This design comes from an exercise in tuning for small area, a short achievable clock period and few clock cycles per item on the open sky130 flow, not from production work. Function was not checked in any run shown here: the RTL went through the layout flow alone. No activity file was given, so power comes from the tool's default toggle rates.

--- design.v ---
module lzw_enc (
    input  wire       clk,
    input  wire       rst,
    input  wire       in_valid,
    output wire       in_ready,
    input  wire [7:0] in_data,
    input  wire       in_last,
    input  wire       in_fc,
    output wire       out_valid,
    input  wire       out_ready,
    output wire [7:0] out_data,
    output wire       out_last
);
    localparam PB = 48;    
    reg        kv, kl, kf;      
    reg  [7:0] kd;
    reg        sv, sl, sf;      
    reg  [7:0] sd;
    reg        irdy;            
    assign in_ready = irdy;
    wire take_in = in_valid & irdy;
    reg  [8:0] w;       
    reg        wv;      
    reg        tl;      
    reg        fc;      
    reg        pend;    
    reg  [7:0] nx;      
    reg  [8:0] dp [2:127];
    reg  [7:0] db [2:127];
    reg        ev;      
    reg  [8:0] ec;      
    reg        eclr;    
    reg        etl;     
    reg  [PB-1:0]   pb;
    reg  [5:0]      pc;
    reg  [PB/8-1:0] lb;      
    reg             ov;
    assign out_valid = ov;
    assign out_data  = pb[7:0];
    assign out_last  = lb[0];
    wire [5:0] e_room = !ev ? 6'd0 :
                        (eclr & etl) ? 6'd34 :
                        etl ? 6'd25 :
                        eclr ? 6'd18 : 6'd9;
    wire [6:0] fill = {1'b0, pc} + {1'b0, e_room};
    wire stall_s = fill > (pend ? PB - 18 : PB - 9);
    wire stall_t = fill > PB - 34;
    wire tgo   = tl & ~stall_t;                     
    wire go    = kv & (tl ? ~stall_t : ~stall_s);   
    wire [15:0] grp_gt, grp_eq;
    wire [7:0]  pos_gt, pos_eq;
    genvar g;
    generate
        for (g = 0; g < 16; g = g + 1) begin : g_grp
            assign grp_gt[g] = nx[7] | (nx[6:3] > g);
            assign grp_eq[g] = ~nx[7] & (nx[6:3] == g);
        end
        for (g = 0; g < 8; g = g + 1) begin : g_pos
            assign pos_gt[g] = nx[2:0] > g;
            assign pos_eq[g] = nx[2:0] == g;
        end
    endgenerate
    wire [127:0] m;
    assign m[1:0] = 2'b00;
    generate
        for (g = 2; g < 128; g = g + 1) begin : g_ent
            wire vld = grp_gt[g >> 3] | (grp_eq[g >> 3] & pos_gt[g & 7]);
            wire wen = grp_eq[g >> 3] & pos_eq[g & 7];
            assign m[g] = vld && (dp[g] == w) && (db[g] == kd);
            always @(posedge clk)
                if (wen) begin
                    dp[g] <= w;
                    db[g] <= kd;
                end
        end
    endgenerate
    wire hit = |m;
    wire [6:0] hj;
    generate
        for (g = 0; g < 7; g = g + 1) begin : g_enc
            wire [127:0] sel;
            genvar j;
            for (j = 0; j < 128; j = j + 1) begin : g_b
                if (((j >> g) & 1) != 0) begin : g_on
                    assign sel[j] = m[j];
                end else begin : g_off
                    assign sel[j] = 1'b0;
                end
            end
            assign hj[g] = |sel;
        end
    endgenerate
    wire [6:0] hj0;
    generate
        for (g = 0; g < 7; g = g + 1) begin : g_enc0
            wire [127:0] sel;
            genvar j;
            for (j = 0; j < 128; j = j + 1) begin : g_b
                if (((j >> g) & 1) == 0) begin : g_on
                    assign sel[j] = m[j];
                end else begin : g_off
                    assign sel[j] = 1'b0;
                end
            end
            assign hj0[g] = |sel;
        end
    endgenerate
    wire [8:0] w_nx = {wv & (hj[1] | hj0[1]),
                       kd[7] & ~(wv & (hj[0] | hj0[0])),
                       (wv ? hj : 7'd0) | (kd[6:0] & ~(wv ? hj0 : 7'd0))};
    wire miss = go & wv & ~hit;
    wire [26:0] ebits = !ev ? 27'd0 :
                        {(eclr & etl) ? 9'd257 : 9'd0,
                         eclr ? 9'd256 : (etl ? 9'd257 : 9'd0),
                         ec};
    wire [5:0]  e_n   = !ev ? 6'd0 :
                        (eclr & etl) ? 6'd27 :
                        (eclr | etl) ? 6'd18 : 6'd9;
    wire [PB-1:0] merged = pb | ({{(PB-27){1'b0}}, ebits} << pc);
    wire [6:0]  pc_s  = {1'b0, pc} + {1'b0, e_n};
    wire [6:0]  pc_r  = (ev & etl) ? ((pc_s + 7'd7) & 7'h78) : pc_s;
    wire [2:0]  lastb = pc_r[5:3] - 3'd1;
    wire [PB/8-1:0] lb_m = lb | ((ev & etl) ? ({{(PB/8-1){1'b0}}, 1'b1} << lastb) : {PB/8{1'b0}});
    wire pop = ov & out_ready;
    wire [6:0]  pc_n  = pop ? pc_r - 7'd8 : pc_r;
    always @(posedge clk) begin
        if (rst) begin
            kv   <= 1'b0;
            sv   <= 1'b0;
            irdy <= 1'b1;
            wv   <= 1'b0;
            tl   <= 1'b0;
            pend <= 1'b0;
            nx   <= 8'd2;
            ev   <= 1'b0;
            etl  <= 1'b0;
            pb   <= {PB{1'b0}};
            pc   <= 6'd0;
            lb   <= {PB/8{1'b0}};
            ov   <= 1'b0;
        end else begin
            ec <= w;
            if (go || !kv) begin
                if (sv) begin
                    kd <= sd; kl <= sl; kf <= sf;
                    sv <= 1'b0;
                    irdy <= 1'b1;
                end else begin
                    kd <= in_data; kl <= in_last; kf <= in_fc;
                    kv <= take_in;
                end
            end else if (take_in) begin
                sd <= in_data; sl <= in_last; sf <= in_fc;
                sv <= 1'b1;
                irdy <= 1'b0;
            end
            if (go)
                w <= w_nx;
            if (go) begin
                if (!wv) begin
                    fc   <= kf;
                    nx   <= 8'd2;
                    pend <= 1'b0;
                end else if (!hit) begin
                    if (pend) begin
                        nx   <= 8'd2;
                        pend <= 1'b0;
                    end else if (!nx[7]) begin
                        nx <= nx + 8'd1;
                        if (nx == 8'd127 && fc)
                            pend <= 1'b1;
                    end
                end
                wv <= ~kl;
            end
            if (go && kl)
                tl <= 1'b1;
            else if (tgo)
                tl <= 1'b0;
            ev   <= miss | tgo;
            eclr <= pend;
            etl  <= tgo;
            pb <= pop ? (merged >> 8) : merged;
            lb <= pop ? (lb_m >> 1) : lb_m;
            pc <= pc_n[5:0];
            ov <= (pc_n >= 7'd8);
        end
    end
endmodule
--- constraint.sdc ---
create_clock -name core_clock -period 10.0 [get_ports {clk}]
set_input_delay 2.0000 -clock core_clock [delete_from_list [all_inputs] [get_ports {clk}]]
set_output_delay 2.0000 -clock core_clock [all_outputs]
set_load 0.01 [all_outputs]
--- config.mk ---
export PLATFORM = sky130hd
export DESIGN_NAME = lzw_enc
export DESIGN_NICKNAME = lzw_enc
export VERILOG_FILES = /design/flow/design.v
export SDC_FILE = /design/flow/constraint.sdc
export NUM_CORES = 4
export LEC_CHECK = 0
export ABC_CLOCK_PERIOD_IN_PS = 3000
export CAP_MARGIN = 20
export CORE_MARGIN = 2
export CORE_UTILIZATION = 60
export CTS_BUF_LIST = sky130_fd_sc_hd__clkbuf_16
export CTS_CLUSTER_DIAMETER = 60
export CTS_CLUSTER_SIZE = 30
export SETUP_SLACK_MARGIN = 5
export SLEW_MARGIN = 20
export TNS_END_PERCENT = 10
--- flow/run.sh ---
#!/bin/bash
# The standard layout (standard.sh), with repair_timing aiming for a larger setup margin.
set -euo pipefail
sed 's/SETUP_SLACK_MARGIN=[0-9.]*/SETUP_SLACK_MARGIN=7/' standard.sh > standard_margin.sh
bash standard_margin.sh > standard.log 2>&1
--- standard.sh ---
#!/bin/bash
# synth_recipe.tcl (not shown) runs the flow's synth.tcl, then flattens the netlist and writes it again
# the make line also repeats each setting of config.mk as NAME=value (left out here)
make -C /OpenROAD-flow-scripts/flow DESIGN_CONFIG=/design/flow/config.mk WORK_HOME=/design/flow/orfs CLKGATE_MAP_FILE= SYNTH_SCRIPT=/design/flow/synth_recipe.tcl "${@:-finish}"
==> results of run 1 <==
-- logic make-up after synthesis --
group / after synthesis
AO/OA/AOI/OAI: 371
XOR/XNOR: 2155
adder cells (fa/ha/maj): 29
buffers and inverters: 368
flip-flops: 2259
multiplexers: 29
AND/OR/NAND/NOR: 1464
-- flip-flops by register name (all words and copies together) (netlist names), 6 cells and up --
register  flops
pb           48
w             9
sd            8
db         1008
lb            6
dp         1134
pc            6
ec            9
kd            8
nx            8
-- metrics by stage --
stage	hold WS, ns	worst slack, ns	cell area (um2)
final	0.4580	5.666	113400
after CTS	0.4681	5.983	113100
after global routing	0.5027	5.673	113400
after global placement	0.4416	4.267	102800
after detailed placement	0.4504	4.226	102800
after floorplan	0.4003	5.262	99830
-- critical path: cells and delay by family, from the launching register on --
| family | cells | cell delay (ns) |
|---|---|---|
| buf+inv | 1 | 0.30 |
| compound gates | 3 | 1.06 |
| simple gates | 7 | 2.38 |
| flops | 1 | 0.32 |
-- per-layer routing --
metal	vias up	wire [um]
met5	-	328
met4	26	19240
met3	898	39050
met2	3933	146000
met1	30897	124800
li1	25088	-
-- final cells by class --
type / count / area share [%]
multi-input cells: 4048 / 27.26
diodes: 9 / 0.01986
clock inverters: 124 / 1.243
flip-flops and latches: 2259 / 59.16
inverters: 31 / 0.1026
clock buffers: 154 / 3.399
repair buffers: 499 / 6.395
well taps: 2189 / 2.416
-- power groups by stage --
stage	Sequential, mW	Clock [mW]	Combinational [mW]
final	10.5	6.78	2.08
after CTS	10.5	6.82	2.02
after global routing	10.5	7.14	2.16
after global placement	10.7	0	1.49
after detailed placement	10.7	0	1.51
after floorplan	10.8	0	1.04
-- cells in the mapped netlist (12+ instances only) --
master / instances / area, um2
sky130_fd_sc_hd__edfxtp_1: 2182 / 65520
sky130_fd_sc_hd__xnor2_1: 1122 / 9827
sky130_fd_sc_hd__xor2_1: 1032 / 9039
sky130_fd_sc_hd__nor2_1: 292 / 1096
sky130_fd_sc_hd__nor4_1: 283 / 1770
sky130_fd_sc_hd__nand4_1: 278 / 1739
sky130_fd_sc_hd__buf_4: 199 / 1494
sky130_fd_sc_hd__nand2_1: 160 / 600.6
sky130_fd_sc_hd__nor3_1: 149 / 745.7
sky130_fd_sc_hd__nand3_1: 123 / 615.6
sky130_fd_sc_hd__o21ai_0: 86 / 430.4
sky130_fd_sc_hd__dfxtp_1: 77 / 1541
sky130_fd_sc_hd__a21oi_1: 72 / 360.4
sky130_fd_sc_hd__clkbuf_1: 65 / 244.0
sky130_fd_sc_hd__a211oi_1: 38 / 285.3
sky130_fd_sc_hd__buf_6: 35 / 394.1
sky130_fd_sc_hd__and3_1: 33 / 206.5
sky130_fd_sc_hd__buf_2: 30 / 150.1
sky130_fd_sc_hd__ha_1: 27 / 337.8
sky130_fd_sc_hd__inv_1: 26 / 97.59
sky130_fd_sc_hd__o2111ai_1: 19 / 166.4
sky130_fd_sc_hd__a21o_1: 18 / 135.1
sky130_fd_sc_hd__mux2_2: 16 / 180.2
sky130_fd_sc_hd__nor2b_1: 16 / 100.1
sky130_fd_sc_hd__or4_1: 16 / 120.1
sky130_fd_sc_hd__a22oi_1: 15 / 112.6
sky130_fd_sc_hd__and2_1: 15 / 93.84
sky130_fd_sc_hd__nand2b_1: 14 / 87.58
sky130_fd_sc_hd__mux2i_1: 13 / 130.1
sky130_fd_sc_hd__a31oi_1: 12 / 75.07
-- placed cells by master, fill, tap and decap left out, types with 22 or more instances in the layout --
cell type,synthesis,routed
sky130_fd_sc_hd__a211oi_1,38,38
sky130_fd_sc_hd__nand2_1,160,148
sky130_fd_sc_hd__o21ai_0,86,75
sky130_fd_sc_hd__inv_1,26,34
sky130_fd_sc_hd__nor4_1,283,255
sky130_fd_sc_hd__and3_1,33,29
sky130_fd_sc_hd__buf_4,199,280
sky130_fd_sc_hd__a21oi_1,72,61
sky130_fd_sc_hd__dfxtp_1,77,69
sky130_fd_sc_hd__inv_6,0,36
sky130_fd_sc_hd__clkdlybuf4s50_1,0,23
sky130_fd_sc_hd__buf_6,35,23
sky130_fd_sc_hd__nor4_2,1,22
sky130_fd_sc_hd__buf_12,0,35
sky130_fd_sc_hd__xnor2_1,1122,1120
sky130_fd_sc_hd__edfxtp_1,2182,2182
sky130_fd_sc_hd__nor2_1,292,283
sky130_fd_sc_hd__bufbuf_16,0,81
sky130_fd_sc_hd__clkbuf_16,0,155
sky130_fd_sc_hd__buf_16,0,39
sky130_fd_sc_hd__nor3_1,149,138
sky130_fd_sc_hd__xor2_1,1032,1031
sky130_fd_sc_hd__nand3_1,123,107
sky130_fd_sc_hd__nand4_1,278,278
-- worst min path at each step --
stage,startpoint,endpoint,slack (ns),cells past startpoint
after CTS,lb[5],lb[5],0.47,2
after floorplan,kf,fc,0.40,0
after detailed placement,lb[5],lb[5],0.45,2
after global routing,pb[44],pb[44],0.50,2
final,lb[5],lb[5],0.46,2
after global placement,pb[45],pb[45],0.44,2
-- repair_timing --
item,4_1_cts,5_1_grt
pin swaps,23,19
endpoints found under the setup margin,231,116
cloned,84,1
gates resized for setup,331,24
buffers inserted,98,9
==> impl_table.tex, run 1 <==
\begin{tabular}{lr}
\hline
Metric & Value \\
\hline
\multicolumn{2}{l}{\textbf{Status}} \\
\quad Run status & timing/DRC/antenna clean \\
\multicolumn{2}{l}{\textbf{STA}} \\
\quad Pin slew with the least headroom to its limit & 1.223 ns \\
\quad Slew Limit Headroom & 18.18\% \\
\quad Final setup violating endpoints & 0 \\
\quad Count of endpoints failing hold in the final timing report & 0 \\
\quad Unrepaired setup endpoints after global routing & yes \\
\quad Maximum achievable frequency & 230.7 MHz \\
\quad Final period util & 43.34\% \\
\quad Final-layout setup total negative slack & 0 ns \\
\quad Minimum clock period after layout & 4.334 ns \\
\quad Final Slew Violations & 0 \\
\quad Final worst clock skew & 0.03836 ns \\
\multicolumn{2}{l}{\textbf{Setup path}} \\
\quad Worst reg2reg setup slack & 5.67 ns \\
\quad Crit. Startpoint & nx[4] \\
\quad Type of destination of the critical path & register \\
\quad Crit-path max cell delay & 0.80 ns \\
\quad Arrival time at the worst endpoint & 4.92 ns \\
\quad Critical path capture point & w[6] \\
\quad Crit-path slowest cell & sky130\_fd\_sc\_hd\_\_or4\_1 \\
\quad Data required time at the worst endpoint & 10.58 ns \\
\quad FF-to-FF Start & nx[4] \\
\quad Maximum net fanout on the critical path & 26 \\
\quad Type of origin of the critical path & register \\
\quad Critical path type & register to register \\
\quad Reg-to-reg endpoint & w[6] \\
\quad Cell-by-cell trace of the critical path & buf\_4 -> nand3\_1 -> o21ai\_1 -> nand4\_1 -> or4\_1 -> and4\_1 -> nor3b\_1 -> and3\_1 -> nand4\_1 -> a21boi\_0 -> a21o\_1 \\
\quad FF-to-FF path depth & 11 \\
\quad Critical Path Most Common Cell & sky130\_fd\_sc\_hd\_\_nand4\_1 \\
\multicolumn{2}{l}{\textbf{GRT}} \\
\quad Number of global-route vias before repair & 57.03k \\
\quad GRT Residual Overflow & 0 \\
\quad Maximum number of pins on one net before global-route repair & 85 \\
\quad Global Route met3 Usage & 9.852\% \\
\quad Total global routing track utilization & 38.92\% \\
\quad GR Layer Usage met1 & 53.58\% \\
\quad GR peak layer & met2 \\
\quad GRT met2 Usage & 58.05\% \\
\quad Wire length of the first global-routing pass & 454800 um \\
\quad Number of antenna violations at the first check in global routing & 22 \\
\multicolumn{2}{l}{\textbf{Detailed routing}} \\
\quad DR vias & 60.84k \\
\quad 1st-iter DRT viols & 8953 \\
\quad Average wire per standard cell & 35.37 um \\
\quad Number of search-and-repair iterations in the first detailed-routing pass & 7 \\
\quad Final Routed Wirelength & 329400 um \\
\quad Routed Antenna Nets & 0 \\
\quad Remaining design rule violation count & 0 \\
\quad Via-to-Cell Ratio & 6.533 \\
\multicolumn{2}{l}{\textbf{Synth}} \\
\quad Post-synthesis adder-cell area fraction & 0.3798\% \\
\quad Post-synth EDFFs & 2182 \\
\quad Count of distinct cell types in the synthesized netlist & 94 \\
\quad Compound-Gate Fraction of Synth Area & 2.511\% \\
\quad Mux cell area share after synthesis & 0.3119\% \\
\quad Most used flip-flop cell after synthesis & sky130\_fd\_sc\_hd\_\_edfxtp\_1 \\
\quad Number of standard cells after synthesis & 6675 \\
\quad Average size of a mapped cell & 14.91 um2 \\
\quad Syn Nets & 6718 \\
\quad Register bit total from synthesis & 2259 \\
\quad XOR/XNOR share of the synthesized area & 18.98\% \\
\quad Largest family of logic cells by synthesized area & XOR/XNOR gates \\
\quad Simple logic cell fraction of the synthesized area & 7.961\% \\
\quad Async set-or-reset flop fraction in the synthesized netlist & 0\% \\
\quad Count of synthesis-stage warnings from yosys & 3 \\
\quad Sequential share of the synthesized area & 67.41\% \\
\quad Summed instance area of the synthesized netlist & 99490 um2 \\
\multicolumn{2}{l}{\textbf{Layout}} \\
\quad End-of-flow core utilization & 68.80\% \\
\quad Net count reported at finish & 7034 \\
\quad Proportion of layout cells with a drive suffix above 1 & 13.21\% \\
\quad Finished Layout Cells & 9313 \\
\quad \# fillers & 11.22k \\
\quad Multi-input gate area in the final layout & 30910 um2 \\
\quad FF+latch area & 67080 um2 \\
\quad Area overhead of the layout relative to synthesis & 13.96\% \\
\multicolumn{2}{l}{\textbf{Power and ir drop}} \\
\quad Internal Pwr Total & 14.40 mW \\
\quad Part of the total power dissipated in combinational logic & 10.8\% \\
\quad Switching part of the total power & 25.58\% \\
\quad Static power due to leakage & 37.11 nW \\
\quad Largest vdd supply drop & 166.3 uV \\
\quad Power per cell area & 170.6 nW/um2 \\
\quad Sw Pwr & 4.949 mW \\
\quad Total power & 19.35 mW \\
\quad Fraction of power consumed by the clock network & 35.1\% \\
\quad Sequential share of power & 54.2\% \\
\multicolumn{2}{l}{\textbf{Floorplanning}} \\
\quad \# IOs & 25 \\
\quad Die height & 411.2 um \\
\quad Area of the core & 164800 um2 \\
\quad Starting density of the core & 60.37\% \\
\quad Row count & 149 \\
\quad Die boundary width & 411.2 um \\
\quad Total die area & 169100 um2 \\
\multicolumn{2}{l}{\textbf{Clocking}} \\
\quad Skew-Pair Late Insertion Delay & 0.83 ns \\
\quad CTS root buf & sky130\_fd\_sc\_hd\_\_clkbuf\_16 \\
\quad Deepest clock path buffer count & 3 \\
\quad Clock tree from TritonCTS & built \\
\quad Reg clk slew, reported paths & 0.08 ns \\
\quad CTS H-tree depth & 4 \\
\quad CTS Hold Buffers Added & 0 \\
\quad Number of sinks handled by clock tree synthesis & 2259 \\
\quad Total CTS buffers & 152 \\
\multicolumn{2}{l}{\textbf{Placed design}} \\
\quad Post-Place Cells & 8833 \\
\quad Placer Congestion & 1.023 \\
\quad Total half-perimeter wirelength after legalization and detailed placement & 155000 um \\
\quad Number of buffers added on ports & 24 \\
\multicolumn{2}{l}{\textbf{Worst hold path}} \\
\quad Path class of the lowest-slack min-delay path & register to register \\
\multicolumn{2}{l}{\textbf{Job}} \\
\quad Max-capacitance violation count & 0 \\
\hline
\end{tabular}
==> run 2, diff against run 1 <==
==> flow/run.sh (replaced) <==
#!/bin/bash
# The standard layout (standard.sh), with repair_timing aiming for a larger setup margin.
set -euo pipefail
sed 's/SETUP_SLACK_MARGIN=[0-9.]*/SETUP_SLACK_MARGIN=7.5/' standard.sh > standard_margin.sh
bash standard_margin.sh > standard.log 2>&1
--- a/config.mk
+++ b/config.mk
@@ -9,5 +9,5 @@
 export CAP_MARGIN = 20
 export CORE_MARGIN = 2
-export CORE_UTILIZATION = 60
+export CORE_UTILIZATION = 50
 export CTS_BUF_LIST = sky130_fd_sc_hd__clkbuf_16
 export CTS_CLUSTER_DIAMETER = 60
==> run 2 against run 1 <==
  * Clock power grew 7.8%
  * Sequential power is essentially flat
  * Fmax grew 6.9%
  * Highest routed layer unchanged
==> impl_table.tex, run 2 <==
\begin{tabular}{lr}
\hline
Metric & Value \\
\hline
\multicolumn{2}{l}{\textbf{Layout}} \\
\quad Register name with the most flops & dp \\
\quad Largest registers ranked by flip-flop count & dp (1134), db (1008), pb (48) \\
\quad Proportion of layout cells with a drive suffix above 1 & 18.79\% (+5.6 points) \\
\quad Most common cell after layout, fill and taps aside & sky130\_fd\_sc\_hd\_\_edfxtp\_1 \\
\quad Largest register FFs & 1134 (unchanged) \\
\quad Final design instance area without fill & 118700 um2 (+4.7\%) \\
\quad Most frequent cells in the layout & sky130\_fd\_sc\_hd\_\_edfxtp\_1, sky130\_fd\_sc\_hd\_\_xnor2\_1, sky130\_fd\_sc\_hd\_\_xor2\_1 \\
\quad Net count reported at finish & 7249 (+3.1\%) \\
\quad Area overhead of the layout relative to synthesis & 19.35\% \\
\multicolumn{2}{l}{\textbf{STA}} \\
\quad Maximum achievable frequency & 246.7 MHz (+6.9\%) \\
\quad Pin slew with the least headroom to its limit & 1.118 ns (-0.1046 ns) \\
\quad Final period util & 40.53\% (-2.8 points) \\
\quad Slew Limit Headroom & 24.77\% (+6.6 points) \\
\quad Count of endpoints failing hold in the final timing report & 0 (unchanged) \\
\quad Final Slew Violations & 0 (unchanged) \\
\quad Final worst clock skew & 0.04067 ns (+0.002308 ns) \\
\quad Unrepaired setup endpoints after global routing & yes \\
\quad Final-layout setup total negative slack & 0 ns (unchanged) \\
\quad Worst-case hold slack & 0.4563 ns (-0.001723 ns) \\
\quad Final setup violating endpoints & 0 (unchanged) \\
\quad Minimum clock period after layout & 4.053 ns (-0.2806 ns) \\
\multicolumn{2}{l}{\textbf{Synth}} \\
\quad Largest area contributor in the synthesized netlist & sky130\_fd\_sc\_hd\_\_edfxtp\_1 \\
\quad Synth top cells by count & sky130\_fd\_sc\_hd\_\_edfxtp\_1, sky130\_fd\_sc\_hd\_\_xnor2\_1, sky130\_fd\_sc\_hd\_\_xor2\_1 \\
\quad Post-synth EDFFs & 2182 (unchanged) \\
\quad XOR/XNOR share of the synthesized area & 18.98\% (unchanged) \\
\quad Mux cell area share after synthesis & 0.3119\% (unchanged) \\
\quad Share of the synthesized area in the top cell type & 65.86\% (unchanged) \\
\quad Number of standard cells after synthesis & 6675 (unchanged) \\
\quad Largest family of logic cells by synthesized area & XOR/XNOR gates \\
\quad Sequential share of the synthesized area & 67.41\% (unchanged) \\
\quad Count of distinct cell types in the synthesized netlist & 94 (unchanged) \\
\quad Post-synthesis adder-cell area fraction & 0.3798\% (unchanged) \\
\quad Summed instance area of the synthesized netlist & 99490 um2 (unchanged) \\
\quad Count of synthesis-stage warnings from yosys & 3 (unchanged) \\
\quad Average size of a mapped cell & 14.91 um2 (unchanged) \\
\quad Most frequent cell after synthesis & sky130\_fd\_sc\_hd\_\_edfxtp\_1 \\
\quad Register bit total from synthesis & 2259 (unchanged) \\
\quad Most used flip-flop cell after synthesis & sky130\_fd\_sc\_hd\_\_edfxtp\_1 \\
\quad Syn Nets & 6718 (unchanged) \\
\quad Simple logic cell fraction of the synthesized area & 7.961\% (unchanged) \\
\quad Leading cell types by total area after synthesis & sky130\_fd\_sc\_hd\_\_edfxtp\_1, sky130\_fd\_sc\_hd\_\_xnor2\_1, sky130\_fd\_sc\_hd\_\_xor2\_1 \\
\quad Async set-or-reset flop fraction in the synthesized netlist & 0\% (unchanged) \\
\quad Compound-Gate Fraction of Synth Area & 2.511\% (unchanged) \\
\multicolumn{2}{l}{\textbf{Placed design}} \\
\quad Area post-placement & 103600 um2 (+0.79\%) \\
\quad Number of buffers added on ports & 24 (unchanged) \\
\quad Placer Congestion & 1.018 (-0.52\%) \\
\quad Total half-perimeter wirelength after legalization and detailed placement & 162200 um (+4.6\%) \\
\multicolumn{2}{l}{\textbf{Detailed routing}} \\
\quad Via-to-Cell Ratio & 6.301 (-3.6\%) \\
\quad Remaining design rule violation count & 0 (unchanged) \\
\quad 1st-iter DRT viols & 9721 (+8.6\%) \\
\quad Average wire per standard cell & 36.33 um (+2.7\%) \\
\quad DR vias & 62.98k (+3.5\%) \\
\quad Number of search-and-repair iterations in the first detailed-routing pass & 7 (unchanged) \\
\quad Routed Antenna Nets & 0 (unchanged) \\
\quad Final Routed Wirelength & 363200 um (+10\%) \\
\multicolumn{2}{l}{\textbf{Status}} \\
\quad Run status & timing/DRC/antenna clean \\
\multicolumn{2}{l}{\textbf{GRT}} \\
\quad Wire length of the first global-routing pass & 490900 um (+7.9\%) \\
\quad Total global routing track utilization & 35.08\% (-3.8 points) \\
\quad Maximum number of pins on one net before global-route repair & 55 (-35\%) \\
\quad Number of antenna violations at the first check in global routing & 20 (-9.1\%) \\
\quad GRT Residual Overflow & 0 (unchanged) \\
\quad Number of global-route vias before repair & 58.14k (+1.9\%) \\
\multicolumn{2}{l}{\textbf{Clocking}} \\
\quad CTS H-tree depth & 4 (unchanged) \\
\quad Total CTS buffers & 164 (+7.9\%) \\
\quad CTS Hold Buffers Added & 0 (unchanged) \\
\quad Skew-Pair Late Insertion Delay & 0.87 ns (+0.04 ns) \\
\quad Deepest clock path buffer count & 3 (unchanged) \\
\quad Number of sinks handled by clock tree synthesis & 2259 (unchanged) \\
\quad CTS root buf & sky130\_fd\_sc\_hd\_\_clkbuf\_16 \\
\quad Clock tree from TritonCTS & built \\
\quad Reg clk slew, reported paths & 0.08 ns (about the same) \\
\multicolumn{2}{l}{\textbf{Floorplanning}} \\
\quad Die boundary width & 450.1 um (+9.5\%) \\
\quad Die height & 450.1 um (+9.5\%) \\
\quad Starting density of the core & 50.34\% (-10 points) \\
\quad Total die area & 202600 um2 (+20\%) \\
\quad Area of the core & 197600 um2 (+20\%) \\
\quad \# IOs & 25 (unchanged) \\
\quad Row count & 163 (+9.4\%) \\
\multicolumn{2}{l}{\textbf{Setup path}} \\
\quad Worst reg2reg setup slack & 5.95 ns (+0.28 ns) \\
\quad Arrival time at the worst endpoint & 4.77 ns (-0.15 ns) \\
\quad FF-to-FF Start & w[6] \\
\quad Crit-path max cell delay & 0.67 ns (-0.13 ns) \\
\quad Crit-path leading delay family & simple AND/OR/NAND/NOR gates \\
\quad Maximum net fanout on the critical path & 25 (-3.8\%) \\
\quad Number of buffer and inverter stages on the critical path & 3 (+2) \\
\quad Critical path type & register to register \\
\quad Type of origin of the critical path & register \\
\quad Reg-to-reg endpoint & w[6] \\
\quad Cell depth of the worst setup path & 13 (+2) \\
\quad Critical Path Most Common Cell & sky130\_fd\_sc\_hd\_\_nand4\_1 \\
\quad FF-to-FF path depth & 13 (+2) \\
\quad Type of destination of the critical path & register \\
\quad Cell-by-cell trace of the critical path & buf\_12 -> buf\_4 -> buf\_8 -> xor2\_1 -> nor4\_2 -> nand4\_1 -> nor3\_2 -> nor3\_1 -> nand4bb\_1 -> nor4\_1 -> nand4\_1 -> a21boi\_0 -> a21o\_1 \\
\quad Crit-path slowest cell & sky130\_fd\_sc\_hd\_\_nor3\_1 \\
\quad Data required time at the worst endpoint & 10.72 ns (+0.14 ns) \\
\multicolumn{2}{l}{\textbf{Power and ir drop}} \\
\quad Largest vdd supply drop & 172.9 uV (+4.0\%) \\
\quad Power per cell area & 169.6 nW/um2 (-0.63\%) \\
\quad Total power & 20.13 mW (+4.1\%) \\
\quad Static power due to leakage & 39.47 nW (+6.4\%) \\
\multicolumn{2}{l}{\textbf{Worst hold path}} \\
\quad Worst min-delay path startpoint & lb[5] \\
\quad Min-Delay Endpoint & lb[5] \\
\quad Path class of the lowest-slack min-delay path & register to register \\
\quad Cells on Worst Hold Path & 2 (unchanged) \\
\multicolumn{2}{l}{\textbf{Job}} \\
\quad Max-capacitance violation count & 0 (unchanged) \\
\hline
\end{tabular}
-- run 2: cell counts after synthesis --
Identical to the previous run, type by type.
-- run 2: kinds of logic (layout without fill, tap and decap cells) --
kind of cell    Yosys count  after routing
flops                  2259           2259
xor+xnor               2155           2155
simple gates           1464           1465
compound gates          371            371
buf+inv                 368           1040
fa+ha+maj                29             29
mux                      29             29
other cells               0              8
-- run 2: per-layer routing --
layer  part of all wire, %  track usage, %
met2                    44           52.40
met5                 0.011               0
met3                    12           7.559
met4                   5.2           14.38
met1                    39           49.98
-- run 2: worst reg2reg max path: stages (launching register included) --
cell                        delay [ns]
sky130_fd_sc_hd__edfxtp_1         0.43
sky130_fd_sc_hd__buf_12           0.17
sky130_fd_sc_hd__buf_4            0.20
sky130_fd_sc_hd__buf_8            0.28
sky130_fd_sc_hd__xor2_1           0.23
sky130_fd_sc_hd__nor4_2           0.07
sky130_fd_sc_hd__nand4_1          0.37
sky130_fd_sc_hd__nor3_2           0.15
sky130_fd_sc_hd__nor3_1           0.67
sky130_fd_sc_hd__nand4bb_1        0.23
sky130_fd_sc_hd__nor4_1           0.60
sky130_fd_sc_hd__nand4_1          0.16
sky130_fd_sc_hd__a21boi_0         0.23
sky130_fd_sc_hd__a21o_1           0.12
-- run 2: area by class of cell --
| cell class | count | area, um2 |
|---|---|---|
| clock inverter | 137 | 1569 |
| sequential | 2259 | 67100 |
| inverter | 31 | 120.1 |
| clock buffer | 171 | 4279 |
| tap | 2640 | 3303 |
| antenna | 8 | 20.02 |
| multi-input combinational | 4049 | 32410 |
| fill | 14802 | 78880 |
| timing repair buffer | 701 | 9943 |
-- run 2: where the power goes --
part	total, mW	internal [mW]	leakage [nW]	switching (mW)
logic	2.34	0.865	16.4	1.47
clock network	7.31	3.60	2.84	3.70
registers	10.5	10.4	20.3	0.0453
total	20.1	14.9	39.5	5.22
-- run 2: metrics by stage --
step           instances  util [%]  setup slack [ns]
6_report            9996     60.09             5.947
5_1_grt             9991     60.08             5.758
4_1_cts             9896     59.25             6.007
3_5_place_dp        9295     52.44             4.671
3_3_place_gp        9286     52.33             4.169
2_1_floorplan       6675         -             5.262
-- run 2: repair_timing --
item	CTS	global route
gates resized for setup	627	151
pin swaps	104	81
setup endpoints to repair	1792	646
gates cloned	107	10
buffers inserted	186	82
-- run 2: worst max path at each step --
| stage | endpoint | from | slack [ns] |
|---|---|---|---|
| CTS | nx[7] | eclr | 6.01 |
| finish | w[6] | w[6] | 5.95 |
| global placement | nx[7] | kd[1] | 4.17 |
| global route | nx[7] | eclr | 5.76 |
| detailed placement | ev | ev | 4.67 |
| floorplan | nx[7] | w[8] | 5.26 |
==> run 3, diff against run 2 <==
==> flow/run.sh (replaced) <==
#!/bin/bash
# The standard layout (standard.sh), with repair_timing aiming for a larger setup margin.
set -euo pipefail
sed 's/SETUP_SLACK_MARGIN=[0-9.]*/SETUP_SLACK_MARGIN=7/' standard.sh > standard_margin.sh
bash standard_margin.sh > standard.log 2>&1
--- a/config.mk
+++ b/config.mk
@@ -11,6 +11,6 @@
 export CORE_UTILIZATION = 50
 export CTS_BUF_LIST = sky130_fd_sc_hd__clkbuf_16
-export CTS_CLUSTER_DIAMETER = 60
-export CTS_CLUSTER_SIZE = 30
+export CTS_CLUSTER_DIAMETER = 70
+export CTS_CLUSTER_SIZE = 40
 export SETUP_SLACK_MARGIN = 5
 export SLEW_MARGIN = 20
==> run 3 against run 2 <==
  * Still clean on timing, DRC and antenna
  * Die area unchanged
  * Clock-buffer cell count down 29
  * Total power down 4.6%
  * Register-to-register slack worse by 0.11 ns
  * Fmax is 2.7% lower
  * Routed wire length decreased by 4.8%
==> impl_table.tex, run 3 <==
\begin{tabular}{lr}
\hline
Metric & Value \\
\hline
\multicolumn{2}{l}{\textbf{Synth}} \\
\quad Summed instance area of the synthesized netlist & 99490 um2 (unchanged) \\
\quad Compound-Gate Fraction of Synth Area & 2.511\% (unchanged) \\
\quad Async set-or-reset flop fraction in the synthesized netlist & 0\% (unchanged) \\
\quad Leading cell types by total area after synthesis & sky130\_fd\_sc\_hd\_\_edfxtp\_1, sky130\_fd\_sc\_hd\_\_xnor2\_1, sky130\_fd\_sc\_hd\_\_xor2\_1 \\
\quad Post-synth EDFFs & 2182 (unchanged) \\
\quad Count of synthesis-stage warnings from yosys & 3 (unchanged) \\
\quad Mux cell area share after synthesis & 0.3119\% (unchanged) \\
\quad Post-synthesis adder-cell area fraction & 0.3798\% (unchanged) \\
\quad Number of standard cells after synthesis & 6675 (unchanged) \\
\quad Share of the synthesized area in the top cell type & 65.86\% (unchanged) \\
\quad Largest family of logic cells by synthesized area & XOR/XNOR gates \\
\quad Synth top cells by count & sky130\_fd\_sc\_hd\_\_edfxtp\_1, sky130\_fd\_sc\_hd\_\_xnor2\_1, sky130\_fd\_sc\_hd\_\_xor2\_1 \\
\quad Count of distinct cell types in the synthesized netlist & 94 (unchanged) \\
\quad Most used flip-flop cell after synthesis & sky130\_fd\_sc\_hd\_\_edfxtp\_1 \\
\quad Simple logic cell fraction of the synthesized area & 7.961\% (unchanged) \\
\quad XOR/XNOR share of the synthesized area & 18.98\% (unchanged) \\
\quad Most frequent cell after synthesis & sky130\_fd\_sc\_hd\_\_edfxtp\_1 \\
\quad Sequential share of the synthesized area & 67.41\% (unchanged) \\
\quad Largest area contributor in the synthesized netlist & sky130\_fd\_sc\_hd\_\_edfxtp\_1 \\
\quad Register bit total from synthesis & 2259 (unchanged) \\
\quad Syn Nets & 6718 (unchanged) \\
\quad Average size of a mapped cell & 14.91 um2 (unchanged) \\
\multicolumn{2}{l}{\textbf{Detailed routing}} \\
\quad Final Routed Wirelength & 345800 um (-4.8\%) \\
\quad Via-to-Cell Ratio & 6.210 (-1.4\%) \\
\quad Average wire per standard cell & 35.25 um (-3.0\%) \\
\quad 1st-iter DRT viols & 8859 (-8.9\%) \\
\quad Routed Antenna Nets & 0 (unchanged) \\
\quad Number of search-and-repair iterations in the first detailed-routing pass & 6 (-1) \\
\quad DR vias & 60.93k (-3.3\%) \\
\quad Remaining design rule violation count & 0 (unchanged) \\
\multicolumn{2}{l}{\textbf{Power and ir drop}} \\
\quad Power per cell area & 166.2 nW/um2 (-2.0\%) \\
\quad Largest vdd supply drop & 171.8 uV (-0.66\%) \\
\quad Static power due to leakage & 37.89 nW (-4.0\%) \\
\quad Total power & 19.20 mW (-4.6\%) \\
\multicolumn{2}{l}{\textbf{Placed design}} \\
\quad Total half-perimeter wirelength after legalization and detailed placement & 161200 um (-0.60\%) \\
\quad Number of buffers added on ports & 24 (unchanged) \\
\quad Placer Congestion & 0.9836 (-3.4\%) \\
\quad Post-Place Cells & 9292 (-0.032\%) \\
\multicolumn{2}{l}{\textbf{STA}} \\
\quad Worst-case hold slack & 0.4647 ns (+0.008416 ns) \\
\quad Final Slew Violations & 0 (unchanged) \\
\quad Final-layout setup total negative slack & 0 ns (unchanged) \\
\quad Pin slew with the least headroom to its limit & 1.145 ns (+0.02677 ns) \\
\quad Final worst clock skew & 0.03545 ns (-0.005220 ns) \\
\quad Maximum achievable frequency & 239.9 MHz (-2.7\%) \\
\quad Minimum clock period after layout & 4.168 ns (+0.1145 ns) \\
\quad Final period util & 41.68\% (+1.1 points) \\
\quad Final setup violating endpoints & 0 (unchanged) \\
\quad Unrepaired setup endpoints after global routing & yes \\
\quad Count of endpoints failing hold in the final timing report & 0 (unchanged) \\
\quad Slew Limit Headroom & 23.56\% (-1.2 points) \\
\multicolumn{2}{l}{\textbf{Status}} \\
\quad Run status & timing/DRC/antenna clean \\
\multicolumn{2}{l}{\textbf{Layout}} \\
\quad End-of-flow core utilization & 58.44\% (-1.6 points) \\
\quad Net count reported at finish & 7094 (-2.1\%) \\
\quad Most common cell after layout, fill and taps aside & sky130\_fd\_sc\_hd\_\_edfxtp\_1 \\
\quad Finished Layout Cells & 9811 (-1.9\%) \\
\quad \# fillers & 15.19k (+2.6\%) \\
\quad Largest registers ranked by flip-flop count & dp (1134), db (1008), pb (48) \\
\quad Largest register FFs & 1134 (unchanged) \\
\quad Register name with the most flops & dp \\
\quad Proportion of layout cells with a drive suffix above 1 & 14.88\% (-3.9 points) \\
\quad Most frequent cells in the layout & sky130\_fd\_sc\_hd\_\_edfxtp\_1, sky130\_fd\_sc\_hd\_\_xnor2\_1, sky130\_fd\_sc\_hd\_\_xor2\_1 \\
\quad Area overhead of the layout relative to synthesis & 16.09\% \\
\multicolumn{2}{l}{\textbf{GRT}} \\
\quad Maximum number of pins on one net before global-route repair & 79 (+44\%) \\
\quad Total global routing track utilization & 33.81\% (-1.3 points) \\
\quad GRT Residual Overflow & 0 (unchanged) \\
\quad Wire length of the first global-routing pass & 475900 um (-3.1\%) \\
\quad Number of global-route vias before repair & 57.02k (-1.9\%) \\
\quad Number of antenna violations at the first check in global routing & 19 (-5.0\%) \\
\multicolumn{2}{l}{\textbf{Job}} \\
\quad Max-capacitance violation count & 0 (unchanged) \\
\multicolumn{2}{l}{\textbf{Floorplanning}} \\
\quad Row count & 163 (unchanged) \\
\quad \# IOs & 25 (unchanged) \\
\quad Area of the core & 197600 um2 (unchanged) \\
\quad Total die area & 202600 um2 (unchanged) \\
\quad Starting density of the core & 50.34\% (unchanged) \\
\quad Die boundary width & 450.1 um (unchanged) \\
\quad Die height & 450.1 um (unchanged) \\
\multicolumn{2}{l}{\textbf{Clocking}} \\
\quad CTS H-tree depth & 4 (unchanged) \\
\quad Number of sinks handled by clock tree synthesis & 2259 (unchanged) \\
\quad Deepest clock path buffer count & 3 (unchanged) \\
\quad Total CTS buffers & 136 (-17\%) \\
\quad CTS root buf & sky130\_fd\_sc\_hd\_\_clkbuf\_16 \\
\quad Clock tree from TritonCTS & built \\
\quad Skew-Pair Late Insertion Delay & 0.84 ns (-0.03 ns) \\
\quad Reg clk slew, reported paths & 0.09 ns (about the same) \\
\multicolumn{2}{l}{\textbf{Setup path}} \\
\quad Data required time at the worst endpoint & 10.74 ns (+0.02 ns) \\
\quad Type of destination of the critical path & register \\
\quad Maximum net fanout on the critical path & 32 (+28\%) \\
\quad Type of origin of the critical path & register \\
\quad Arrival time at the worst endpoint & 4.91 ns (+0.14 ns) \\
\quad Critical path type & register to register \\
\multicolumn{2}{l}{\textbf{Worst hold path}} \\
\quad Path class of the lowest-slack min-delay path & register to register \\
\hline
\end{tabular}
run 3: worst max-delay path, cell delays in order (launching register included):
cell	delay (ns)
sky130_fd_sc_hd__edfxtp_1	0.50
sky130_fd_sc_hd__buf_12	0.28
sky130_fd_sc_hd__buf_8	0.33
sky130_fd_sc_hd__xor2_1	0.18
sky130_fd_sc_hd__nor4_1	0.08
sky130_fd_sc_hd__nand4_1	0.37
sky130_fd_sc_hd__nor3_2	0.08
sky130_fd_sc_hd__buf_4	0.18
sky130_fd_sc_hd__nor4_4	0.33
sky130_fd_sc_hd__nand4_1	0.31
sky130_fd_sc_hd__nor4_4	0.33
sky130_fd_sc_hd__buf_4	0.19
sky130_fd_sc_hd__nand4_4	0.14
sky130_fd_sc_hd__or4_4	0.45
sky130_fd_sc_hd__a221oi_2	0.24
run 3: kinds of logic (layout without fill, tap and decap cells):
| family | count (synthesis) | count (layout) |
|---|---|---|
| AO/OA/AOI/OAI | 371 | 371 |
| other | 0 | 6 |
| multiplexers | 29 | 29 |
| AND/OR/NAND/NOR | 1464 | 1464 |
| flip-flops | 2259 | 2259 |
| buffers and inverters | 368 | 858 |
| adder cells (fa/ha/maj) | 29 | 29 |
| XOR/XNOR | 2155 | 2155 |
run 3: routing by layer:
| layer | GRT usage [%] | wire length (um) | vias to the layer above | part of all wire [%] |
|---|---|---|---|---|
| met5 | 0 | 81 | - | 0.023 |
| met4 | 12.69 | 14680 | 12 | 4.2 |
| met3 | 6.924 | 35630 | 614 | 10 |
| met2 | 51.11 | 154200 | 3316 | 45 |
| met1 | 48.34 | 141200 | 31771 | 41 |
| li1 | - | - | 25214 | - |
run 3: path summary, 6_finish.rpt:
check	from	to	slack, ns	depth (start not counted)
hold reg to reg	pb[45]	pb[45]	0.46	2
hold / removal	pb[45]	pb[45]	0.46	2
setup / recovery	w[3]	nx[7]	5.83	14
setup reg to reg	w[3]	nx[7]	5.83	14
run 3: report_power, final:
| group | internal, mW | switching, mW |
|---|---|---|
| combinational | 0.808 | 1.38 |
| sequential | 10.4 | 0.0385 |
| clock | 3.03 | 3.50 |
| total | 14.3 | 4.92 |
run 3: area by class of cell:
| type | count | area, um2 | area share, % |
|---|---|---|---|
| Antenna cell | 6 | 15.01 | 0.01300 |
| Sequential cell | 2259 | 67090 | 58.08 |
| Tap cell | 2640 | 3303 | 2.860 |
| Multi-Input combinational cell | 4048 | 31640 | 27.40 |
| Timing Repair Buffer | 575 | 8451 | 7.317 |
| Inverter | 31 | 116.4 | 0.1007 |
| Clock inverter | 110 | 1331 | 1.153 |
| Clock buffer | 142 | 3553 | 3.077 |
run 3: per-stage QoR:
stage	worst slack, ns	instance area (um2)
after CTS	5.972	115500
after floorplan	5.262	99830
after global routing	5.661	115500
after detailed placement	4.361	103500
after global placement	4.346	103400
final	5.832	115500
run 3: what timing repair did:
item / 4_1_cts / 5_1_grt
gates cloned: 99 / 0
pin swaps: 85 / 5
buffers inserted: 161 / 1
endpoints found under the setup margin: 306 / 160
hold buffers: 0 / 0
resized for setup: 524 / 3
==> run 4, diff against run 3 <==
--- a/config.mk
+++ b/config.mk
@@ -10,7 +10,7 @@
 export CORE_MARGIN = 2
 export CORE_UTILIZATION = 50
-export CTS_BUF_LIST = sky130_fd_sc_hd__clkbuf_16
-export CTS_CLUSTER_DIAMETER = 70
-export CTS_CLUSTER_SIZE = 40
+export CTS_BUF_LIST = sky130_fd_sc_hd__clkbuf_8
+export CTS_CLUSTER_DIAMETER = 40
+export CTS_CLUSTER_SIZE = 15
 export SETUP_SLACK_MARGIN = 5
 export SLEW_MARGIN = 20
==> run 4 against run 3 <==
  * Still clean
  * Sequential cell count is the same
  * Setup slack lost 0.018 ns
  * Final area grew 3.1%
  * Utilization grew 1.8 points
  * Synthesized area is the same
  * Via count grew 2.8%
  * Register-to-register slack lost 0.02 ns
  * Largest cell class unchanged
  * Largest power group unchanged
  * Highest routed layer unchanged
==> impl_table.tex, run 4 <==
\begin{tabular}{lr}
\hline
Metric & Value \\
\hline
\multicolumn{2}{l}{\textbf{Status}} \\
\quad Run status & timing/DRC/antenna clean \\
\multicolumn{2}{l}{\textbf{Detailed routing}} \\
\quad Final Routed Wirelength & 355000 um (+2.7\%) \\
\quad Average wire per standard cell & 34.70 um (-1.6\%) \\
\quad DR vias & 62.61k (+2.8\%) \\
\quad Routed Antenna Nets & 0 (unchanged) \\
\quad 1st-iter DRT viols & 8857 (-0.023\%) \\
\quad Via-to-Cell Ratio & 6.121 (-1.4\%) \\
\quad Remaining design rule violation count & 0 (unchanged) \\
\quad Number of search-and-repair iterations in the first detailed-routing pass & 6 (unchanged) \\
\multicolumn{2}{l}{\textbf{Setup path}} \\
\quad Crit-path slowest cell & sky130\_fd\_sc\_hd\_\_or4b\_1 \\
\quad Critical path capture point & nx[6] \\
\quad Data required time at the worst endpoint & 11.02 ns (+0.28 ns) \\
\quad Crit. Startpoint & nx[0] \\
\quad Critical path type & register to register \\
\quad Crit-path leading delay family & simple AND/OR/NAND/NOR gates \\
\quad FF-to-FF path depth & 14 (unchanged) \\
\quad Reg-to-reg endpoint & nx[6] \\
\quad Type of origin of the critical path & register \\
\quad FF-to-FF Start & nx[0] \\
\quad Type of destination of the critical path & register \\
\quad Arrival time at the worst endpoint & 5.21 ns (+0.30 ns) \\
\quad Cell depth of the worst setup path & 14 (unchanged) \\
\quad Worst reg2reg setup slack & 5.81 ns (-0.02 ns) \\
\quad Critical Path Most Common Cell & sky130\_fd\_sc\_hd\_\_buf\_4 \\
\quad Number of buffer and inverter stages on the critical path & 3 (-1) \\
\quad Cell-by-cell trace of the critical path & ha\_2 -> ha\_2 -> nor2\_1 -> buf\_4 -> o2111ai\_1 -> nor4\_1 -> buf\_4 -> nor4\_2 -> nand4\_1 -> nor4\_4 -> buf\_4 -> nand4\_4 -> or4b\_1 -> a21oi\_2 \\
\quad Crit-path max cell delay & 0.53 ns (+0.03 ns) \\
\quad Maximum net fanout on the critical path & 11 (-66\%) \\
\multicolumn{2}{l}{\textbf{Layout}} \\
\quad Net count reported at finish & 7354 (+3.7\%) \\
\quad Proportion of layout cells with a drive suffix above 1 & 19.47\% (+4.6 points) \\
\quad Most common cell after layout, fill and taps aside & sky130\_fd\_sc\_hd\_\_edfxtp\_1 \\
\quad Area overhead of the layout relative to synthesis & 19.68\% \\
\quad Register name with the most flops & dp \\
\quad Largest registers ranked by flip-flop count & dp (1134), db (1008), pb (48) \\
\quad Most frequent cells in the layout & sky130\_fd\_sc\_hd\_\_edfxtp\_1, sky130\_fd\_sc\_hd\_\_xnor2\_1, sky130\_fd\_sc\_hd\_\_xor2\_1 \\
\quad Final design instance area without fill & 119100 um2 (+3.1\%) \\
\quad \# fillers & 14.91k (-1.8\%) \\
\quad Largest register FFs & 1134 (unchanged) \\
\multicolumn{2}{l}{\textbf{STA}} \\
\quad Pin slew with the least headroom to its limit & 1.148 ns (+0.002946 ns) \\
\quad Minimum clock period after layout & 4.186 ns (+0.01824 ns) \\
\quad Final Slew Violations & 0 (unchanged) \\
\quad Final worst clock skew & 0.08309 ns (+0.04764 ns) \\
\quad Slew Limit Headroom & 23.36\% (-0.20 points) \\
\quad Final-layout setup total negative slack & 0 ns (unchanged) \\
\quad Maximum achievable frequency & 238.9 MHz (-0.44\%) \\
\quad Final setup violating endpoints & 0 (unchanged) \\
\quad Final period util & 41.86\% (+0.18 points) \\
\quad Unrepaired setup endpoints after global routing & yes \\
\quad Count of endpoints failing hold in the final timing report & 0 (unchanged) \\
\quad Worst-case hold slack & 0.4619 ns (-0.002743 ns) \\
\multicolumn{2}{l}{\textbf{Floorplanning}} \\
\quad Area of the core & 197600 um2 (unchanged) \\
\quad \# IOs & 25 (unchanged) \\
\quad Starting density of the core & 50.34\% (unchanged) \\
\quad Total die area & 202600 um2 (unchanged) \\
\quad Die height & 450.1 um (unchanged) \\
\quad Die boundary width & 450.1 um (unchanged) \\
\quad Row count & 163 (unchanged) \\
\multicolumn{2}{l}{\textbf{GRT}} \\
\quad Maximum number of pins on one net before global-route repair & 79 (unchanged) \\
\quad Number of global-route vias before repair & 59.25k (+3.9\%) \\
\quad Number of antenna violations at the first check in global routing & 18 (-1) \\
\quad Total global routing track utilization & 34.20\% (+0.38 points) \\
\quad Wire length of the first global-routing pass & 481800 um (+1.3\%) \\
\quad GRT Residual Overflow & 0 (unchanged) \\
\multicolumn{2}{l}{\textbf{Clocking}} \\
\quad Total CTS buffers & 352 (+160\%) \\
\quad CTS root buf & sky130\_fd\_sc\_hd\_\_clkbuf\_8 \\
\quad Deepest clock path buffer count & 4 (+1) \\
\quad Number of sinks handled by clock tree synthesis & 2259 (unchanged) \\
\quad CTS H-tree depth & 5 (+1) \\
\quad Clock tree from TritonCTS & built \\
\quad Skew-Pair Late Insertion Delay & 1.12 ns (+0.28 ns) \\
\quad CTS Hold Buffers Added & 0 (unchanged) \\
\quad Reg clk slew, reported paths & 0.07 ns (-0.02 ns) \\
\multicolumn{2}{l}{\textbf{Worst hold path}} \\
\quad Path class of the lowest-slack min-delay path & register to register \\
\quad Cells on Worst Hold Path & 2 (unchanged) \\
\quad Worst min-delay path startpoint & pb[45] \\
\multicolumn{2}{l}{\textbf{Synth}} \\
\quad Average size of a mapped cell & 14.91 um2 (unchanged) \\
\quad Synth top cells by count & sky130\_fd\_sc\_hd\_\_edfxtp\_1, sky130\_fd\_sc\_hd\_\_xnor2\_1, sky130\_fd\_sc\_hd\_\_xor2\_1 \\
\quad Sequential share of the synthesized area & 67.41\% (unchanged) \\
\quad Most frequent cell after synthesis & sky130\_fd\_sc\_hd\_\_edfxtp\_1 \\
\quad Leading cell types by total area after synthesis & sky130\_fd\_sc\_hd\_\_edfxtp\_1, sky130\_fd\_sc\_hd\_\_xnor2\_1, sky130\_fd\_sc\_hd\_\_xor2\_1 \\
\quad Most used flip-flop cell after synthesis & sky130\_fd\_sc\_hd\_\_edfxtp\_1 \\
\quad Summed instance area of the synthesized netlist & 99490 um2 (unchanged) \\
\quad Register bit total from synthesis & 2259 (unchanged) \\
\quad Async set-or-reset flop fraction in the synthesized netlist & 0\% (unchanged) \\
\quad Syn Nets & 6718 (unchanged) \\
\quad Share of the synthesized area in the top cell type & 65.86\% (unchanged) \\
\quad Post-synth EDFFs & 2182 (unchanged) \\
\quad Number of standard cells after synthesis & 6675 (unchanged) \\
\quad Count of synthesis-stage warnings from yosys & 3 (unchanged) \\
\quad Largest area contributor in the synthesized netlist & sky130\_fd\_sc\_hd\_\_edfxtp\_1 \\
\quad Count of distinct cell types in the synthesized netlist & 94 (unchanged) \\
\multicolumn{2}{l}{\textbf{Power and ir drop}} \\
\quad Fraction of power consumed by the clock network & 40.6\% (+6.6 points) \\
\quad Power per cell area & 180.0 nW/um2 (+8.3\%) \\
\quad Sw Pwr & 5.621 mW (+14\%) \\
\quad Static power due to leakage & 39.80 nW (+5.0\%) \\
\quad Largest vdd supply drop & 154.8 uV (-9.9\%) \\
\quad Switching part of the total power & 26.23\% (+0.61 points) \\
\quad Part of the total power dissipated in combinational logic & 10.4\% (-1.0 points) \\
\quad Internal Pwr Total & 15.81 mW (+11\%) \\
\quad Total power & 21.43 mW (+12\%) \\
\quad Sequential share of power & 48.9\% (-5.7 points) \\
\multicolumn{2}{l}{\textbf{Placed design}} \\
\quad Placer Congestion & 0.9836 (unchanged) \\
\quad Number of buffers added on ports & 24 (unchanged) \\
\quad Area post-placement & 103500 um2 (unchanged) \\
\quad Total half-perimeter wirelength after legalization and detailed placement & 161200 um (unchanged) \\
\multicolumn{2}{l}{\textbf{Job}} \\
\quad Max-capacitance violation count & 0 (unchanged) \\
\hline
\end{tabular}
==> run 4: changes by cell type in the layout (fill, tap and decap cells not counted), sizes merged, moves of 28 or more <==
| cell | delta |
|---|---|
| clkinv | +51 |
| clkinvlp | +35 |
| buf | +43 |
| bufinv | +28 |
| clkbuf | +228 |
| inv | +45 |
==> run 4: stage by stage <==
stage | setup WS (ns) | utilization, % | std cells
6_report | 5.814 | 60.25 | 10230
3_3_place_gp | 4.346 | 52.35 | 9291
3_5_place_dp | 4.361 | 52.37 | 9292
4_1_cts | 5.994 | 59.85 | 10182
2_1_floorplan | 5.262 | - | 6675
5_1_grt | 5.697 | 60.25 | 10227
==> run 4: cells by family after synthesis <==
logic type / after synthesis / share of synthesized area [%]
AND/OR/NAND/NOR: 1464 / 7.961
flip-flops: 2259 / 67.41
multiplexers: 29 / 0.3119
XOR/XNOR: 2155 / 18.98
AO/OA/AOI/OAI: 371 / 2.511
buffers and inverters: 368 / 2.445
adder cells (fa/ha/maj): 29 / 0.3798
==> run 4: repair_timing <==
action                                  4_1_cts  5_1_grt
endpoints found under the setup margin      283      150
setup buffers                               165       32
gates cloned                                 97       10
pin swaps                                    79       17
resized for setup                           538       49
==> run 4: area by class of cell <==
class | instances | area, um2 | share of cell area, %
Tap cell | 2640 | 3303 | 2.774
Clock inverter | 269 | 2806 | 2.357
Multi-Input combinational cell | 4048 | 31790 | 26.70
Antenna cell | 5 | 12.51 | 0.01051
Inverter | 31 | 116.4 | 0.09772
Timing Repair Buffer | 619 | 9014 | 7.570
Clock buffer | 359 | 4941 | 4.150
Sequential cell | 2259 | 67090 | 56.34
==> run 4: per-layer routing <==
layer	up-vias	GRT usage (%)	share of wire [%]
met4	12	12.95	4.3
met5	-	0	0.020
met3	740	8.005	11
met1	32346	48.06	40
li1	25888	-	-
met2	3628	51.80	45
==> run 4: worst min-delay path by stage <==
| stage | to | slack, ns |
|---|---|---|
| after floorplan | fc | 0.40 |
| after global placement | lb[5] | 0.44 |
| after detailed placement | pb[45] | 0.45 |
| after CTS | pb[45] | 0.46 |
| after global routing | pb[45] | 0.48 |
| final | pb[45] | 0.46 |
==> run 4: power groups by stage <==
| stage | clock, mW | combinational [mW] | sequential (mW) |
|---|---|---|---|
| 5_1_grt | 9.19 | 2.32 | 10.5 |
| 2_1_floorplan | 0 | 1.04 | 10.8 |
| 3_5_place_dp | 0 | 1.54 | 10.7 |
| 6_report | 8.71 | 2.24 | 10.5 |
| 4_1_cts | 8.78 | 2.14 | 10.5 |
| 3_3_place_gp | 0 | 1.52 | 10.7 |
==> run 4: worst min-delay path: cells and delay by family, from the launching register on <==
kind / cells / cell delay (ns)
flops: 1 / 0.31
simple gates: 1 / 0.07
compound gates: 1 / 0.05
==> run 5, diff against run 4 <==
--- a/design.v
+++ b/design.v
@@ -61,19 +61,25 @@
         end
     endgenerate
+    reg  [127:2] vr;        
+    reg          jc;        
+    reg          rep;       
+    reg  [6:0]   rc;        
     wire [127:0] m;
     assign m[1:0] = 2'b00;
     generate
         for (g = 2; g < 128; g = g + 1) begin : g_ent
-            wire vld = grp_gt[g >> 3] | (grp_eq[g >> 3] & pos_gt[g & 7]);
             wire wen = grp_eq[g >> 3] & pos_eq[g & 7];
-            assign m[g] = vld && (dp[g] == w) && (db[g] == kd);
-            always @(posedge clk)
+            assign m[g] = vr[g] && !jc && (dp[g] == w) && (db[g] == kd);
+            always @(posedge clk) begin
+                vr[g] <= grp_gt[g >> 3] | (grp_eq[g >> 3] & pos_gt[g & 7]);
                 if (wen) begin
                     dp[g] <= w;
                     db[g] <= kd;
                 end
-        end
-    endgenerate
-    wire hit = |m;
+            end
+        end
+    endgenerate
+    wire mb  = rep && (w[7:0] == kd);
+    wire hit = (|m) | mb;
     wire [6:0] hj;
     generate
@@ -88,5 +94,5 @@
                 end
             end
-            assign hj[g] = |sel;
+            assign hj[g] = (|sel) | (mb & rc[g]);
         end
     endgenerate
@@ -103,5 +109,5 @@
                 end
             end
-            assign hj0[g] = |sel;
+            assign hj0[g] = (|sel) | (mb & ~rc[g]);
         end
     endgenerate
@@ -110,4 +116,5 @@
                        (wv ? hj : 7'd0) | (kd[6:0] & ~(wv ? hj0 : 7'd0))};
     wire miss = go & wv & ~hit;
+    wire adv  = miss & ~pend & ~nx[7];       
     wire [26:0] ebits = !ev ? 27'd0 :
                         {(eclr & etl) ? 9'd257 : 9'd0,
@@ -133,4 +140,6 @@
             pend <= 1'b0;
             nx   <= 8'd2;
+            jc   <= 1'b1;
+            rep  <= 1'b0;
             ev   <= 1'b0;
             etl  <= 1'b0;
@@ -178,4 +187,9 @@
             else if (tgo)
                 tl <= 1'b0;
+            jc <= go & (~wv | (miss & pend));
+            if (go) begin
+                rep <= adv & (w == {1'b0, kd});
+                rc  <= nx[6:0];
+            end
             ev   <= miss | tgo;
             eclr <= pend;
--- a/config.mk
+++ b/config.mk
@@ -10,7 +10,7 @@
 export CORE_MARGIN = 2
 export CORE_UTILIZATION = 50
-export CTS_BUF_LIST = sky130_fd_sc_hd__clkbuf_8
-export CTS_CLUSTER_DIAMETER = 40
-export CTS_CLUSTER_SIZE = 15
+export CTS_BUF_LIST = sky130_fd_sc_hd__clkbuf_16
+export CTS_CLUSTER_DIAMETER = 60
+export CTS_CLUSTER_SIZE = 30
 export SETUP_SLACK_MARGIN = 5
 export SLEW_MARGIN = 20
==> run 5 against run 4 <==
  * Still clean
  * Final area rose by 2.7%
  * Critical path type unchanged
  * Synthesized cell count is 1.7% higher
  * Non-clock buffer count up 176
==> impl_table.tex, run 5 <==
\begin{tabular}{lr}
\hline
Metric & Value \\
\hline
\multicolumn{2}{l}{\textbf{Layout}} \\
\quad Most common cell after layout, fill and taps aside & sky130\_fd\_sc\_hd\_\_edfxtp\_1 \\
\quad Net count reported at finish & 7438 (+1.1\%) \\
\quad Area overhead of the layout relative to synthesis & 19.09\% \\
\quad Register name with the most flops & dp \\
\quad End-of-flow core utilization & 59.82\% (-0.43 points) \\
\quad Most frequent cells in the layout & sky130\_fd\_sc\_hd\_\_edfxtp\_1, sky130\_fd\_sc\_hd\_\_xnor2\_1, sky130\_fd\_sc\_hd\_\_xor2\_1 \\
\multicolumn{2}{l}{\textbf{Detailed routing}} \\
\quad DR vias & 64.57k (+3.1\%) \\
\quad Routed Antenna Nets & 0 (unchanged) \\
\quad Final Routed Wirelength & 378800 um (+6.7\%) \\
\quad Via-to-Cell Ratio & 6.309 (+3.1\%) \\
\quad Number of search-and-repair iterations in the first detailed-routing pass & 7 (+1) \\
\quad 1st-iter DRT viols & 10.03k (+13\%) \\
\multicolumn{2}{l}{\textbf{GRT}} \\
\quad GRT Residual Overflow & 0 (unchanged) \\
\quad Number of global-route vias before repair & 59.76k (+0.85\%) \\
\quad Number of antenna violations at the first check in global routing & 25 (+7) \\
\quad Maximum number of pins on one net before global-route repair & 59 (-25\%) \\
\multicolumn{2}{l}{\textbf{Power and ir drop}} \\
\quad Total power & 20.47 mW (-4.5\%) \\
\quad Part of the total power dissipated in combinational logic & 10.2\% (-0.2 points) \\
\quad Sequential share of power & 53.7\% (+4.8 points) \\
\quad Static power due to leakage & 40.59 nW (+2.0\%) \\
\quad Power per cell area & 167.4 nW/um2 (-7.0\%) \\
\quad Sw Pwr & 5.247 mW (-6.7\%) \\
\quad Switching part of the total power & 25.63\% (-0.60 points) \\
\quad Fraction of power consumed by the clock network & 36.1\% (-4.5 points) \\
\multicolumn{2}{l}{\textbf{Job}} \\
\quad Max-capacitance violation count & 0 (unchanged) \\
\multicolumn{2}{l}{\textbf{Setup path}} \\
\quad Critical Path Most Common Cell & sky130\_fd\_sc\_hd\_\_buf\_4 \\
\quad Arrival time at the worst endpoint & 4.83 ns (-0.38 ns) \\
\quad Crit-path slowest cell & sky130\_fd\_sc\_hd\_\_edfxtp\_1 \\
\quad Maximum net fanout on the critical path & 23 (+12) \\
\quad Crit-path max cell delay & 0.47 ns (-0.06 ns) \\
\quad Type of destination of the critical path & register \\
\quad Type of origin of the critical path & register \\
\quad Critical path type & register to register \\
\quad Reg-to-reg endpoint & nx[2] \\
\quad Crit. Startpoint & kd[1] \\
\quad FF-to-FF Start & kd[1] \\
\quad Cell-by-cell trace of the critical path & buf\_12 -> buf\_4 -> bufbuf\_16 -> xnor2\_1 -> nand4\_1 -> nor4\_1 -> buf\_4 -> nor2\_1 -> nand3\_1 -> nor4\_4 -> and4\_4 -> and2\_4 -> nand4\_1 -> buf\_4 -> o22ai\_2 \\
\multicolumn{2}{l}{\textbf{Clocking}} \\
\quad Clock tree from TritonCTS & built \\
\quad Number of sinks handled by clock tree synthesis & 2394 (+6.0\%) \\
\quad CTS H-tree depth & 4 (-1) \\
\quad Deepest clock path buffer count & 3 (-1) \\
\quad CTS Hold Buffers Added & 0 (unchanged) \\
\quad Skew-Pair Late Insertion Delay & 0.88 ns (-0.24 ns) \\
\quad Reg clk slew, reported paths & 0.09 ns (+0.02 ns) \\
\multicolumn{2}{l}{\textbf{Status}} \\
\quad Run status & timing/DRC/antenna clean \\
\multicolumn{2}{l}{\textbf{Synth}} \\
\quad Async set-or-reset flop fraction in the synthesized netlist & 0\% (unchanged) \\
\quad Summed instance area of the synthesized netlist & 102700 um2 (+3.2\%) \\
\quad Syn Nets & 6831 (+1.7\%) \\
\quad Register bit total from synthesis & 2394 (+6.0\%) \\
\quad Number of standard cells after synthesis & 6788 (+1.7\%) \\
\quad Synth top cells by count & sky130\_fd\_sc\_hd\_\_edfxtp\_1, sky130\_fd\_sc\_hd\_\_xnor2\_1, sky130\_fd\_sc\_hd\_\_xor2\_1 \\
\quad Largest area contributor in the synthesized netlist & sky130\_fd\_sc\_hd\_\_edfxtp\_1 \\
\quad Count of distinct cell types in the synthesized netlist & 76 (-19\%) \\
\quad Most used flip-flop cell after synthesis & sky130\_fd\_sc\_hd\_\_edfxtp\_1 \\
\quad Share of the synthesized area in the top cell type & 64.03\% (-1.8 points) \\
\quad Average size of a mapped cell & 15.12 um2 (+1.5\%) \\
\multicolumn{2}{l}{\textbf{Worst hold path}} \\
\quad Path class of the lowest-slack min-delay path & register to register \\
\multicolumn{2}{l}{\textbf{Floorplanning}} \\
\quad Die boundary width & 457.1 um (+1.6\%) \\
\quad \# IOs & 25 (unchanged) \\
\quad Die height & 457.1 um (+1.6\%) \\
\quad Total die area & 209000 um2 (+3.2\%) \\
\quad Row count & 166 (+1.8\%) \\
\multicolumn{2}{l}{\textbf{STA}} \\
\quad Minimum clock period after layout & 4.017 ns (-0.1690 ns) \\
\quad Final worst-path setup slack & 5.983 ns (+0.1690 ns) \\
\quad Final-layout setup total negative slack & 0 ns (unchanged) \\
\quad Final Slew Violations & 0 (unchanged) \\
\quad Count of endpoints failing hold in the final timing report & 0 (unchanged) \\
\quad Final worst clock skew & 0.04190 ns (-0.04118 ns) \\
\quad Maximum achievable frequency & 248.9 MHz (+4.2\%) \\
\multicolumn{2}{l}{\textbf{Placed design}} \\
\quad Number of buffers added on ports & 24 (unchanged) \\
\quad Placer Congestion & 0.9473 (-3.7\%) \\
\hline
\end{tabular}
run 5: worst min-delay path by stage:
stage          startpoint      to  cells past startpoint
5_1_grt            pb[43]  pb[43]                      2
3_5_place_dp       pb[43]  pb[43]                      2
6_report           pb[43]  pb[43]                      2
4_1_cts            pb[43]  pb[43]                      2
2_1_floorplan          kf      fc                      0
3_3_place_gp        lb[5]   lb[5]                      2
run 5: worst max-delay path, delay by kind of cell, from the launching register on:
family | cells | cell delay [ns]
DFF | 1 | 0.47
xor gates and xnor gates | 1 | 0.17
buffers and inverters | 5 | 1.14
and+or+nand+nor | 8 | 1.99
AOI/OAI and AO/OA | 1 | 0.12
run 5: kinds of logic (layout without fill, tap and decap cells):
| logic type | count (synthesis) | in the layout | synth area share [%] |
|---|---|---|---|
| adder cells (fa/ha/maj) | 29 | 29 | 0.3681 |
| multiplexers | 25 | 25 | 0.2633 |
| buffers and inverters | 395 | 1144 | 2.689 |
| AO/OA/AOI/OAI | 347 | 347 | 2.116 |
| other | 0 | 9 | 0 |
| AND/OR/NAND/NOR | 1433 | 1433 | 8.050 |
| XOR/XNOR | 2165 | 2165 | 18.48 |
| flip-flops | 2394 | 2394 | 68.03 |
run 5: power by group through the flow:
| stage | clock network [mW] | registers [mW] | logic (mW) |
|---|---|---|---|
| 6_report | 7.40 | 11.0 | 2.08 |
| 5_1_grt | 7.81 | 11.0 | 2.14 |
| 4_1_cts | 7.45 | 11.0 | 1.96 |
| 3_5_place_dp | 0 | 11.2 | 1.29 |
| 3_3_place_gp | 0 | 11.2 | 1.28 |
| 2_1_floorplan | 0 | 11.3 | 0.893 |
run 5: layer usage:
metal | part of all wire [%] | wire length, um | GRT usage, %
met1 | 38 | 145800 | 49.62
met4 | 5.4 | 20510 | 15.24
met2 | 45 | 169000 | 54.32
met3 | 11 | 43440 | 7.235
met5 | 0.019 | 72 | 0
run 5: layout make-up:
cell class | count | area (um2)
well taps | 2688 | 3363
inverters | 42 | 161.4
fillers | 15574 | 82120
clock buffers | 165 | 4129
flip-flops and latches | 2394 | 69860
multi-input cells | 3999 | 31740
diodes | 9 | 22.52
repair buffers | 795 | 11290
clock inverters | 142 | 1685
run 5: stage by stage:
step / cells / cell area, um2
after detailed placement: 9453 / 106700
after global placement: 9450 / 106600
after global routing: 10231 / 122300
after floorplan: 6788 / 102900
final: 10234 / 122300
after CTS: 10110 / 120500
run 5: repair_timing:
| item | in CTS | in global routing |
|---|---|---|
| buffers inserted | 218 | 107 |
| pin swaps | 79 | 64 |
| setup endpoints to repair | 1266 | 1134 |
| gates resized for setup | 392 | 169 |
| gates cloned | 132 | 8 |

## static timing again, ports no longer ideal
The flow's constraints put no driver on any port. The routed layouts listed below were extracted and timed again, unchanged, in two steps. Step 1: set_driving_cell puts a clkbuf_16 on clk and a buf_2 on each other input, an assumption about the parent block. Step 2 also shifts input and output timing later by t, the mid clock arrival at the registers, as if the neighbouring blocks saw the same clock. a / b / c = ideal ports / drivers / drivers and shift; a / b = the first two.
run	t (ns)	setup WS [ns]	hold WS [ns]	pins driven straight from the clock port
run 1	0.907	5.666 / 5.666 / 5.666	0.458 / 0.458 / 0.458	1
run 2	0.936	5.947 / 5.947 / 5.918	0.456 / 0.456 / 0.456	1
run 3	0.922	5.832 / 5.832 / 5.832	0.465 / 0.465 / 0.465	1
run 4	1.176	5.814 / 5.814 / 5.814	0.462 / 0.462 / 0.462	1
run 5	0.956	5.983 / 5.983 / 5.951	0.471 / 0.471 / 0.471	1
After both steps setup and hold are still met in every run listed. The setup slack of run 5, which loses most, moves by 0.000 ns with the drivers and by -0.032 ns with both steps.
